Source: an optimization exercise on an open RTL-to-GDS flow (aim: small area and a short achievable clock period). Production flows keep margins and buffers that such runs may drop.
The RTL was checked by simulation tests, not by an equivalence proof against the original design.
Power figures rest on the tool's default switching activity, not on a simulated workload.

## flow/design.v (module list and top-level ports; edited modules follow where they fit)
// module skl_lane_fma: 2210 lines
// module fma_fa: 4 lines
// module fma_ha: 4 lines
// module fma_s4: 13 lines
module skl_lane_fma (
    input  wire        clk,
    input  wire        rst,        
    input  wire        in_valid,
    input  wire [1:0]  op,         
    input  wire [31:0] a,
    input  wire [31:0] b,
    input  wire [31:0] c,
    output reg         out_valid,
    output wire [31:0] result
);
  // ...
==> flow/run.sh <==
#!/bin/bash
# synth_recipe.tcl (not shown) runs the flow's synth.tcl, then flattens the netlist and writes it again
# the make line also repeats each setting of config.mk as NAME=value (left out here)
make -C /OpenROAD-flow-scripts/flow DESIGN_CONFIG=/design/flow/config.mk WORK_HOME=/design/flow/orfs CLKGATE_MAP_FILE= SYNTH_SCRIPT=/design/flow/synth_recipe.tcl finish
==> flow/config.mk <==
export PLATFORM = sky130hd
export DESIGN_NAME = skl_lane_fma
export DESIGN_NICKNAME = skl_lane_fma
export VERILOG_FILES = /design/flow/design.v
export SDC_FILE = /design/flow/constraint.sdc
export NUM_CORES = 4
export LEC_CHECK = 0
export CAP_MARGIN = 20
export CORE_MARGIN = 2
export CORE_UTILIZATION = 55
export PLACE_DENSITY = 0.75
export SETUP_SLACK_MARGIN = 5.0
export SLEW_MARGIN = 20
export SYNTH_HIERARCHICAL = 1
export SYNTH_MINIMUM_KEEP_SIZE = 0
==> flow/constraint.sdc <==
create_clock -name core_clock -period 9.0 [get_ports {clk}]
set_input_delay 1.8000 -clock core_clock [delete_from_list [all_inputs] [get_ports {clk}]]
set_output_delay 1.8000 -clock core_clock [all_outputs]
set_load 0.01 [all_outputs]
==> summary.md, run 1 <==
| Metric | Value |
|---|---|
| Top cells by count, synth | xnor2_1, dfxtp_1, inv_1 |
| Clock-cell share of area | 3.40% |
| Adder-cell area share of the yosys netlist | 22.7% |
| Worst setup path end | r1_sh[11]$_DFF_P_ |
| PwrDens | 411 nW/µm² |
| Status | no timing/DRC/antenna violations |
| Seq group | 0.00348 W |
| DRT antenna net count | 0 |
| I/O pin cnt | 134 |
| Clock buffers | 56 |
| Register area share after synthesis | 20.0% |
| Data arrival, critical path | 4.68 ns |
| Reg-to-Reg Start | r1_sh[10]$_DFF_P_ |
| CTS buffer count | 47 |
| CP Depth | 15 |
| Layout Utilization | 64.9% |
| Invs w/o clock | 346 |
| Primary FF master, synth | dfxtp_1 |
| Largest net degree at the start of global routing | 52 |
| #FFs+latches synth | 404 |
| Setup crit start | c[24] |
| Cells along the critical path | buf_8, or4_4, o21ai_4, a22oi_2, fa_2, ha_4, ha_4, fa_2, a21oi_2, nor2_1, nor2_2, o21bai_1, a21oi_2, o21bai_1, a21oi_1 |
| Critical Path End Type | flop |
| CTS Root Buffer Type | clkbuf_16 |
| Avg WL per Cell | 25.8 µm |
| Async SR Flop Fraction | 0% |
| Worst r2r dst | r2_v[26]$_DFF_P_ |
| Non-clock buffers | 345 |
| Clk slew on worst S/H paths | 0.06 ns |
| Routed WL | 147 mm |
| Placed cell areas | 42400 µm² |
| Die width | 275 µm |
| H-Tree Depth | 2 |
| Drt initial violations | 5427 |
| Gpl congestion | 1.05 |
==> run 2, diff against run 1 <==
--- a/flow/design.v
+++ b/flow/design.v
@@ -16,5 +16,4 @@
     wire [12:0] s0_one;
     wire [11:0] s0_sh;
-    wire [10:0] s0_limp;
     wire [7:0]  s0_limc;
     generate if (1) begin : g_fma_s0
@@ -47,6 +46,4 @@
         wire [11:0] sh;
         assign s0_sh = sh;
-        wire [10:0] lim_p;
-        assign s0_limp = lim_p;
         wire [7:0] lim_c;
         assign s0_limc = lim_c;
@@ -101,9 +98,4 @@
         wire [11:0] v2 = {(u1[10:0] & v1[10:0]) | (u1[10:0] & k1[10:0]) | (v1[10:0] & k1[10:0]), 1'b0};
         assign sh = u2 + v2;
-        wire [10:0] y1 = {3'd0, Ea}, y2 = {3'd0, Eb};
-        wire [10:0] k2 = 11'h79B;                      
-        wire [10:0] w1 = y1 ^ y2 ^ k2;
-        wire [10:0] z1 = {(y1[9:0] & y2[9:0]) | (y1[9:0] & k2[9:0]) | (y2[9:0] & k2[9:0]), 1'b0};
-        assign lim_p = w1 + z1;
         assign lim_c = Ec - 8'd1;
     end endgenerate
@@ -115,5 +107,4 @@
     reg [12:0] r1_one;
     reg [11:0] r1_sh;
-    reg [10:0] r1_limp;
     reg [7:0]  r1_limc;
     always @(posedge clk) begin
@@ -134,5 +125,4 @@
         r1_one      <= s0_one;
         r1_sh       <= s0_sh;
-        r1_limp     <= s0_limp;
         r1_limc     <= s0_limc;
     end
@@ -149,5 +139,4 @@
         wire [12:0] one = r1_one;
         wire [11:0] sh = r1_sh;
-        wire [10:0] lim_p = r1_limp;
         wire [7:0] lim_c = r1_limc;
         wire [127:0] v;
@@ -191,4 +180,5 @@
         wire        anchor = p_zero | (~c_zero & sh_neg);
         wire [6:0]  shc = (sh_big ? 7'h7F : sh[6:0]) & {7{~(anchor | sh_neg)}};
+        wire [10:0] lim_p = sh[10:0] + {3'd0, lim_c};
         assign lim = anchor ? {3'd0, lim_c} : lim_p;
         wire [76:0] csh = {mc, 53'd0} >> shc;
--- a/flow/config.mk
+++ b/flow/config.mk
@@ -9,4 +9,6 @@
 export CORE_MARGIN = 2
 export CORE_UTILIZATION = 55
+export CTS_CLUSTER_DIAMETER = 150
+export CTS_CLUSTER_SIZE = 20
 export PLACE_DENSITY = 0.75
 export SETUP_SLACK_MARGIN = 5.0
==> run 2 against run 1 <==
Net effect:
- power barely moved
- wire length rose by 2.6%
- clock skew rose by 0.017 ns
- die area fell by 1.2%
- area after synthesis fell by 1.3%
- combinational power rose by 6%
- count of clock-buffer cells in the layout fell by 31
- core utilization rose by 0.48 points
- critical path depth rose by 2
- non-clock buffer count rose by 38
- sequential share of layout area fell by 0.20 points
==> summary.md, run 2 <==
| Metric | Value |
|---|---|
| Status | no timing/DRC/antenna violations (unchanged) |
| Number of enable flip-flop cells after synthesis | 0 (unchanged) |
| R2R setup slack | 4.92 ns (was 4.88 ns) |
| Largest net degree at the start of global routing | 59 (was 52) |
| Vias in the first global route | 34.9k (was 35.7k) |
| Register area share after synthesis | 19.7% (was 20.0%) |
| Endpoints failing hold | 0 (unchanged) |
| Cell family with most CP delay | adder cells (unchanged) |
| Clk slew on worst S/H paths | 0.09 ns (was 0.06 ns) |
| Slew headroom | 27.9% (was 27.6%) |
| Setup violators final | 0 (unchanged) |
| Async SR Flop Fraction | 0% (unchanged) |
| Via count | 37.3k (was 37.6k) |
| # fillers | 5712 (was 5812) |
| Data arrival, critical path | 4.66 ns (was 4.68 ns) |
| Hold Path End | r3_nan$_DFF_P_ (was r2_inf$_DFF_P_) |
| Cells after Synth | 4609 (was 4640) |
| Switch Pwr | 0.0100 W (was 0.00989 W) |
| Yosys warns | 7 (unchanged) |
| Routed WL | 151 mm (was 147 mm) |
| HP Class | flop to flop (unchanged) |
| Total track usage | 36.7% (was 36.0%) |
| Max Clock Freq | 242 MHz (about the same) |
| Clock Tree Buf Depth | 3 (unchanged) |
| Buf/Inv on CP | 1 (unchanged) |
| Die H | 274 µm (was 275 µm) |
| Leak | 18.2 nW (was 18.8 nW) |
| Most common cell after layout, fill and taps aside | xnor2_1 (unchanged) |
| Clock Skews | 0.0460 ns (was 0.0287 ns) |
| Reg power frac | 18.0% (was 17.9%) |
| Clock power share | 5.5% (was 10.1%) |
| #FFs+latches synth | 393 (was 404) |
| Final nets | 5326 (was 5351) |
| Fraction of layout cells with a size suffix above 1 | 17.1% (was 14.5%) |
| Yosys top cell area share | 19.7% (was 20.0%) |
| Req. time, crit path | 9.54 ns (about the same) |
| RSZ-0062 raised after global routing | true (unchanged) |
| DRT antenna net count | 0 (unchanged) |
| Initial Util | 55.8% (was 55.5%) |
| Avg Cell Area, Syn | 8.68 µm² (was 8.73 µm²) |
| Cell Rows | 98 (was 99) |
| Max-cap violation count | 0 (unchanged) |
| Max reg flops | 128 (unchanged) |
| Reg-to-Reg Start | r1_sh[7]$_DFF_P_ (was r1_sh[10]$_DFF_P_) |
| Tmin final | 4.13 ns (was 4.14 ns) |
| First-pass DRT Iterations | 12 (was 13) |
| Mapped Area | 40000 µm² (was 40500 µm²) |
| Final worst path period share | 45.8% (was 46.0%) |
| Final slew viol count | 0 (unchanged) |
| Worst r2r dst | r2_v[24]$_DFF_P_ (was r2_v[26]$_DFF_P_) |
| Hold_sp | r2_nan$_DFF_P_ (was r1_inf$_DFF_P_) |
| Vias per inst | 6.62 (was 6.60) |
| Logic pwr share | 76.5% (was 72.0%) |
| Primary FF master, synth | dfxtp_1 (unchanged) |
| Clk sinks | 393 (was 404) |
| H-Tree Depth | 1 (was 2) |
| Critical Path End Type | flop (unchanged) |
| Gpl congestion | 1.02 (was 1.05) |
| CTS Root Buffer Type | clkbuf_16 (unchanged) |
| Hold_buf cts | 0 (unchanged) |
| Count leader, synth | xnor2_1 (unchanged) |
| Die width | 274 µm (was 275 µm) |
| Top cells by area, synth | dfxtp_1, fa_1, xnor2_1, ha_1, a22oi_1 (unchanged) |
| I/O pin cnt | 134 (unchanged) |
| Drt initial violations | 4926 (was 5427) |
| Biggest register | r2_v (unchanged) |
| Post-DP HPWL | 102 mm (was 99.3 mm) |
| CP max stage cell | fa_2 (was or4_4) |
| CTS buffer count | 23 (was 47) |
| Port Buffers | 133 (unchanged) |
| TritonCTS clock tree | done (unchanged) |
| Reg2Reg Depth | 14 (was 12) |
| Min Hold Slack | 0.330 ns (was 0.322 ns) |
| Core Region | 71700 µm² (was 73000 µm²) |
| Synth area leader | dfxtp_1 (unchanged) |
| Mapped Nets | 5248 (was 5287) |
| Crit-path max FO | 5 (was 2) |
| First-pass GRT wire length | 212 mm (was 211 mm) |
| Pint | 0.00945 W (was 0.00958 W) |
| Antenna cells | 0 (was 2) |
| Worst setup path category | primary input to flop (unchanged) |
| Worst setup SP type | primary input (unchanged) |
| PwrDens | 415 nW/µm² (was 411 nW/µm²) |
| Hold path depth | 0 (unchanged) |
| Top cells by count, synth | xnor2_1, dfxtp_1, a22oi_1 (was xnor2_1, dfxtp_1, inv_1) |
| Peak VDD IR | 0.000257 V (was 0.000291 V) |
| Die area | 74900 µm² (was 75900 µm²) |
| Distinct cell type count after synthesis | 89 (was 94) |
| Largest stage delay on the critical path | 0.37 ns (was 0.53 ns) |
| Net Sw Frac | 51.5% (was 50.8%) |
| DRC errors left | 0 (unchanged) |
| Clk latency of the worst-skew pair | 0.61 ns (was 0.62 ns) |
| Most frequent cells in the layout | xnor2_1, nand2_1, inv_1, dfxtp_1, nor2_1 (was xnor2_1, dfxtp_1, inv_1, fa_1, nand2_1) |
| Setup_tns | 0 ns (unchanged) |
| Initial antenna violation count | 2 (was 5) |
| GRT overflow | 0 (unchanged) |
| Cells along the critical path | buf_16, nand2b_4, nand2_2, and3_4, o21ai_2, a21boi_4, fa_2, ha_4, ha_4, fa_2, a21oi_2, nor2_1, nor2_1, o21bai_1, a21oi_2, o21bai_1, a21oi_1 (was buf_8, or4_4, o21ai_4, a22oi_2, fa_2, ha_4, ha_4, fa_2, a21oi_2, nor2_1, nor2_2, o21bai_1, a21oi_2, o21bai_1, a21oi_1) |
| Area growth syn-to-layout | 17.3% (was 16.9%) |
| Actual slew at the worst max-slew pin | 1.08 ns (about the same) |
| Avg WL per Cell | 26.8 µm (was 25.8 µm) |
## run 2: cell count changes after synthesis, sizes merged, moves of 16 or more
cell	before	now
mux2i	188	167
inv	342	312
xor2	63	79
nor2	282	307
nand2	289	319
mux2	22	38
## run 2: worst max path at each step
| stage | startpoint | endpoint | slack, ns | depth (start not counted) |
|---|---|---|---|---|
| final | op[1] | r1_sh[11]$_DFF_P_ | 4.87 | 17 |
| after global routing | op[1] | r1_sh[11]$_DFF_P_ | 4.77 | 17 |
| after CTS | r1_sh[8]$_DFF_P_ | r2_v[21]$_DFF_P_ | 4.84 | 13 |
| after detailed placement | op[1] | r1_sh[9]$_DFF_P_ | 3.33 | 16 |
| after global placement | op[1] | r1_sh[11]$_DFF_P_ | 3.40 | 16 |
| after floorplan | op[1] | r1_sh[11]$_DFF_P_ | 4.63 | 16 |
## run 2: through the flow
stage	worst slack [ns]	utilization, %	power, W	instances	cell area [µm²]
after detailed placement	3.33	58.5	0.0167	5438	41900
after floorplan	4.63	-	0.0125	4609	40200
final	4.87	65.4	0.0195	5639	46900
after global placement	3.40	58.5	0.0164	5438	41900
after CTS	4.84	61.7	0.0182	5554	44200
after global routing	4.77	65.4	0.0207	5639	46900
## run 2: cell type report
type | count | area [µm²] | area share (%)
timing repair buffer | 383 | 4340 | 9.25
tap | 950 | 1190 | 2.53
clock inverter | 2 | 16.3 | 0.0347
inverter | 315 | 1190 | 2.54
clock buffer | 25 | 593 | 1.26
multi-input combinational | 3571 | 31500 | 67.2
sequential | 393 | 8070 | 17.2
## run 2: power groups by stage
stage	clock (W)	sequential (W)	combinational, W
2_1_floorplan	0	0.00297	0.00953
3_3_place_gp	0	0.00344	0.0129
3_5_place_dp	0	0.00346	0.0132
4_1_cts	0.00109	0.00342	0.0137
5_1_grt	0.00115	0.00353	0.0161
6_report	0.00107	0.00350	0.0149
## run 2: what timing repair did
item / 4_1_cts / 5_1_grt
pin swaps: 56 / 157
buffers inserted: 79 / 65
gates resized for setup: 312 / 433
setup endpoints to repair: 223 / 187
cloned: 10 / 20
## run 2: cells by family after synthesis
family,Yosys count,share of synthesized area [%]
buf+inv,647,6.24
compound gates,1116,19.0
xor+xnor,601,13.2
flops,393,19.7
fa+ha+maj,541,22.8
simple gates,1092,13.1
mux,219,6.04
## run 2: metal layers
layer / GRT usage [%] / share of wire (%) / vias up
met5: 0 / 0.030 / -
met4: 18.6 / 7.9 / 4
met3: 5.78 / 11 / 730
met2: 58.1 / 44 / 2550
met1: 48.6 / 37 / 17800
li1: - / - / 16200
## run 2: modules after synthesis, one instance, submodules excluded
module	copies in the design	cell area, µm²
fma_ha	30	12.5
skl_lane_fma	1	32900
fma_fa	304	20.0
fma_s4	1	648
==> run 3, diff against run 2 <==
==> flow/flow/run.sh (new file) <==
#!/bin/bash
# The standard layout (standard.sh, all steps through finish), with one change:
# buffer_ports gives every input and output port a sky130_fd_sc_hd__buf_2 instead of
# the delay-cell buffer it picks by default. The make output goes to flow_make.log;
# each ORFS step keeps its own log under orfs/logs/.
set -euo pipefail
bash standard.sh "BUFFER_PORTS_ARGS=-buffer_cell sky130_fd_sc_hd__buf_2" finish > flow_make.log 2>&1
==> flow/standard.sh (new file) <==
#!/bin/bash
# synth_recipe.tcl (not shown) runs the flow's synth.tcl, then flattens the netlist and writes it again
# the make line also repeats each setting of config.mk as NAME=value (left out here)
make -C /OpenROAD-flow-scripts/flow DESIGN_CONFIG=/design/flow/config.mk WORK_HOME=/design/flow/orfs CLKGATE_MAP_FILE= SYNTH_SCRIPT=/design/flow/synth_recipe.tcl "${@:-finish}"
removed: flow/run.sh
==> run 3 against run 2 <==
Net effect:
- worst setup slack got worse by 0.049 ns
- core utilization fell by 2.9 points
- sequential power fell by 2%
- power fell by 4.4%
- count of clock-buffer cells in the layout did not move
- via count fell by 2.8%
- fmax fell by 1.2%
- clock skew fell by 0.0061 ns
- design area fell by 4.5%
- cell count fell by 1.6%
- largest cell class unchanged
==> summary.md, run 3 <==
| Metric | Value |
|---|---|
| Most common cell after layout, fill and taps aside | xnor2_1 (unchanged) |
| Cells along the critical path | or4_1, buf_4, o21ai_4, buf_6, mux2i_1, mux2i_1, mux2_2, mux2i_1, nor2_1, a21oi_1, o22ai_1, nand2_1, xnor2_1, fa_2 (was buf_16, nand2b_4, nand2_2, and3_4, o21ai_2, a21boi_4, fa_2, ha_4, ha_4, fa_2, a21oi_2, nor2_1, nor2_1, o21bai_1, a21oi_2, o21bai_1, a21oi_1) |
| Crit-path max FO | 18 (was 5) |
| Mapped Nets | 5248 (unchanged) |
| Final worst path period share | 46.4% (was 45.8%) |
| Peak VDD IR | 0.000197 V (was 0.000257 V) |
| Synth area leader | dfxtp_1 (unchanged) |
| Async SR Flop Fraction | 0% (unchanged) |
| Initial Util | 55.8% (unchanged) |
| Hold_buf cts | 0 (unchanged) |
| Reg power frac | 18.5% (was 18.0%) |
| Clock Skews | 0.0399 ns (was 0.0460 ns) |
| Setup_tns | 0 ns (unchanged) |
| RSZ-0062 raised after global routing | true (unchanged) |
| Worst r2r dst | r2_v[23]$_DFF_P_ (was r2_v[24]$_DFF_P_) |
| Die width | 274 µm (unchanged) |
| Highest metal used | met5 (unchanged) |
| Biggest register | r2_v (unchanged) |
| Cells after Synth | 4609 (unchanged) |
| Clk latency of the worst-skew pair | 0.61 ns (about the same) |
| Final Instance Area | 44800 µm² (was 46900 µm²) |
| Hold_sp | r2_nan$_DFF_P_ (unchanged) |
| Reg2Reg Depth | 14 (unchanged) |
| Cell Rows | 98 (unchanged) |
| Max reg flops | 128 (unchanged) |
| Area growth syn-to-layout | 12.0% (was 17.3%) |
| PwrDens | 415 nW/µm² (about the same) |
| Number of enable flip-flop cells after synthesis | 0 (unchanged) |
| Reg-to-Reg Start | r1_sh[8]$_DFF_P_ (was r1_sh[7]$_DFF_P_) |
| I/O pin cnt | 134 (unchanged) |
| Register area share after synthesis | 19.7% (unchanged) |
| Port Buffers | 133 (unchanged) |
| Worst setup path category | flop to flop (was primary input to flop) |
| Drt initial violations | 4782 (was 4926) |
| DRT antenna net count | 0 (unchanged) |
| Via count | 36.3k (was 37.3k) |
| First-pass DRT Iterations | 10 (was 12) |
| Slew headroom | 22.5% (was 27.9%) |
| Logic pwr share | 75.7% (was 76.5%) |
| GRT overflow | 0 (unchanged) |
| Most frequent cells in the layout | xnor2_1, dfxtp_1, nand2_1, inv_1, a22oi_1 (was xnor2_1, nand2_1, inv_1, dfxtp_1, nor2_1) |
| Avg WL per Cell | 25.3 µm (was 26.8 µm) |
| Worst setup SP type | flop (was primary input) |
| Tmin final | 4.17 ns (was 4.13 ns) |
| DRC errors left | 0 (unchanged) |
| Yosys top cell area share | 19.7% (unchanged) |
| First-pass GRT wire length | 203 mm (was 212 mm) |
| # fillers | 5964 (was 5712) |
| Layout Utilization | 62.5% (was 65.4%) |
| Status | no timing/DRC/antenna violations (unchanged) |
| WL met1 | 53.5 mm (was 56.6 mm) |
| Routed WL | 140 mm (was 151 mm) |
| Wire length on met3 | 15.9 mm (was 16.7 mm) |
| Endpoints failing hold | 0 (unchanged) |
| HP Class | flop to flop (unchanged) |
| Largest stage delay on the critical path | 0.68 ns (was 0.37 ns) |
| Gpl congestion | 1.05 (was 1.02) |
| Data arrival, critical path | 4.67 ns (was 4.66 ns) |
| Final slew viol count | 0 (unchanged) |
| H-Tree Depth | 1 (unchanged) |
| Max-cap violation count | 0 (unchanged) |
| CTS buffer count | 23 (unchanged) |
| #FFs+latches synth | 393 (unchanged) |
| CP max stage cell | xnor2_1 (was fa_2) |
| Avg Cell Area, Syn | 8.68 µm² (unchanged) |
| Setup violators final | 0 (unchanged) |
| TritonCTS clock tree | done (unchanged) |
| Die area | 74900 µm² (unchanged) |
| Hold Path End | r3_nan$_DFF_P_ (unchanged) |
| Largest net degree at the start of global routing | 65 (was 59) |
| Fraction of layout cells with a size suffix above 1 | 15.2% (was 17.1%) |
| Top cells by count, synth | xnor2_1, dfxtp_1, a22oi_1 (unchanged) |
| Net Sw Frac | 51.6% (was 51.5%) |
| Count leader, synth | xnor2_1 (unchanged) |
| Total track usage | 34.8% (was 36.7%) |
| Yosys warns | 7 (unchanged) |
| CTS Root Buffer Type | clkbuf_16 (unchanged) |
| Post-DP HPWL | 98.2 mm (was 102 mm) |
| Vias in the first global route | 34.0k (was 34.9k) |
| Min Hold Slack | 0.332 ns (was 0.330 ns) |
| Primary FF master, synth | dfxtp_1 (unchanged) |
| Clk slew on worst S/H paths | 0.10 ns (was 0.09 ns) |
| Most frequent CP cell | mux2i_1 |
| Switch Pwr | 0.00961 W (was 0.0100 W) |
| Distinct cell type count after synthesis | 89 (unchanged) |
| Vias per inst | 6.54 (was 6.62) |
| Core Region | 71700 µm² (unchanged) |
| Critical Path End Type | flop (unchanged) |
| Initial antenna violation count | 2 (unchanged) |
| Top cells by area, synth | dfxtp_1, fa_1, xnor2_1, ha_1, a22oi_1 (unchanged) |
| Die H | 274 µm (unchanged) |
| Mapped Area | 40000 µm² (unchanged) |
| Actual slew at the worst max-slew pin | 1.16 ns (was 1.08 ns) |
| Clk sinks | 393 (unchanged) |
| Final nets | 5237 (was 5326) |
| Max Clock Freq | 240 MHz (was 242 MHz) |
| R2R setup slack | 4.83 ns (was 4.92 ns) |
| Pint | 0.00901 W (was 0.00945 W) |
| Met2 wire len | 60.9 mm (was 65.9 mm) |
| Leak | 17.5 nW (was 18.2 nW) |
| Clock power share | 5.8% (was 5.5%) |
| Hold path depth | 0 (unchanged) |
| Power Total | 0.0186 W (was 0.0195 W) |
| Placed cell areas | 41300 µm² (was 41900 µm²) |
| Clock Tree Buf Depth | 3 (unchanged) |
| Req. time, crit path | 9.49 ns (was 9.54 ns) |
run 3: cell counts after synthesis:
No cell type changed its count.
run 3: critical path, delay by kind of cell (launching register included):
family          cells  cell delay (ns)
compound gates      3             0.47
buf+inv             2             0.46
simple gates        3             0.74
mux                 4             0.74
xor+xnor            1             0.68
fa+ha+maj           1             0.63
flops               1             0.34
run 3: worst max path at each step:
stage | startpoint | to | slack, ns | depth (start not counted)
2_1_floorplan | op[1] | r1_sh[11]$_DFF_P_ | 4.63 | 16
3_3_place_gp | op[1] | r1_sh[11]$_DFF_P_ | 3.39 | 16
3_5_place_dp | op[1] | r1_sh[11]$_DFF_P_ | 3.33 | 16
4_1_cts | op[1] | r1_sh[11]$_DFF_P_ | 4.93 | 17
5_1_grt | r1_sh[8]$_DFF_P_ | r2_v[23]$_DFF_P_ | 4.75 | 14
6_report | r1_sh[8]$_DFF_P_ | r2_v[23]$_DFF_P_ | 4.83 | 14
run 3: cell type report:
cell class / instances / area [µm²] / area share, %
Clock inverter: 1 / 8.76 / 0.0195
Sequential cell: 393 / 8000 / 17.9
Antenna cell: 1 / 2.50 / 0.00558
Multi-Input combinational cell: 3571 / 30900 / 69.0
Tap cell: 950 / 1190 / 2.65
Inverter: 315 / 1190 / 2.66
Clock buffer: 25 / 583 / 1.30
Timing Repair Buffer: 294 / 2910 / 6.49
run 3: cells by family after synthesis:
kind of cell	share of synthesized area [%]
AOI/OAI and AO/OA	19.0
xor gates and xnor gates	13.2
adders and majority gates	22.8
buffers and inverters	6.24
DFF	19.7
muxes	6.04
and+or+nand+nor	13.1
run 3: per-stage QoR:
stage / std cells / worst slack (ns)
CTS: 5500 / 4.93
global placement: 5435 / 3.39
finish: 5550 / 4.83
detailed placement: 5435 / 3.33
global route: 5549 / 4.75
floorplan: 4609 / 4.63
run 3: metal layers:
layer | vias to the layer above | global-route usage (%)
li1 | 16000 | -
met1 | 17200 | 46.9
met2 | 2437 | 54.7
met3 | 626 | 5.86
met4 | 2 | 16.2
met5 | - | 0
run 3: per-module statistics from Yosys (local to each module, per instance):
| module | cells | times used | flops+latches | cell area [µm²] |
|---|---|---|---|---|
| fma_ha | 1 | 30 | 0 | 12.5 |
| skl_lane_fma | 4184 | 1 | 393 | 32900 |
| fma_s4 | 91 | 1 | 0 | 648 |
| fma_fa | 1 | 304 | 0 | 20.0 |
run 3: timing repair:
| item | 4_1_cts | 5_1_grt |
|---|---|---|
| buffers inserted | 33 | 32 |
| endpoints found under the setup margin | 241 | 188 |
| pin swaps | 41 | 81 |
| resized for setup | 182 | 295 |
| gates cloned | 6 | 17 |
run 3: power groups by stage:
stage                     sequential (W)  combinational [W]  clock (W)
after detailed placement         0.00342             0.0128          0
after global routing             0.00348             0.0153    0.00115
after CTS                        0.00338             0.0132    0.00109
after floorplan                  0.00297            0.00953          0
after global placement           0.00341             0.0125          0
final                            0.00344             0.0141    0.00108

afterwards: timing with drivers on the ports:
The results above use ideal ports. As a check the final layouts listed here were re-extracted and re-timed, cells and wires unchanged. Step 1, drivers: a clkbuf_16 drives clk and a buf_2 each remaining input, both assumed. Step 2 times the ports against the registers' clock, not the clock port: input delays grow and output delays shrink by t, the midpoint of the rising clock arrivals with the driver on. a / b / c = ideal / step 1 / step 2; a / b = the first two.
run | t (ns) | slack for setup (ns) | worst setup path after step 2
run 1 | 0.676 | 4.864 / 4.777 / 4.101 | input to register
run 2 | 0.659 | 4.874 / 4.764 / 4.105 | input to register
run 3 | 0.661 | 4.826 / 4.826 / 4.166 | input to register
After both steps every run listed still meets setup and hold. For run 2, which loses most, drivers alone change the setup slack by -0.110 ns; drivers and shift together by -0.769 ns.
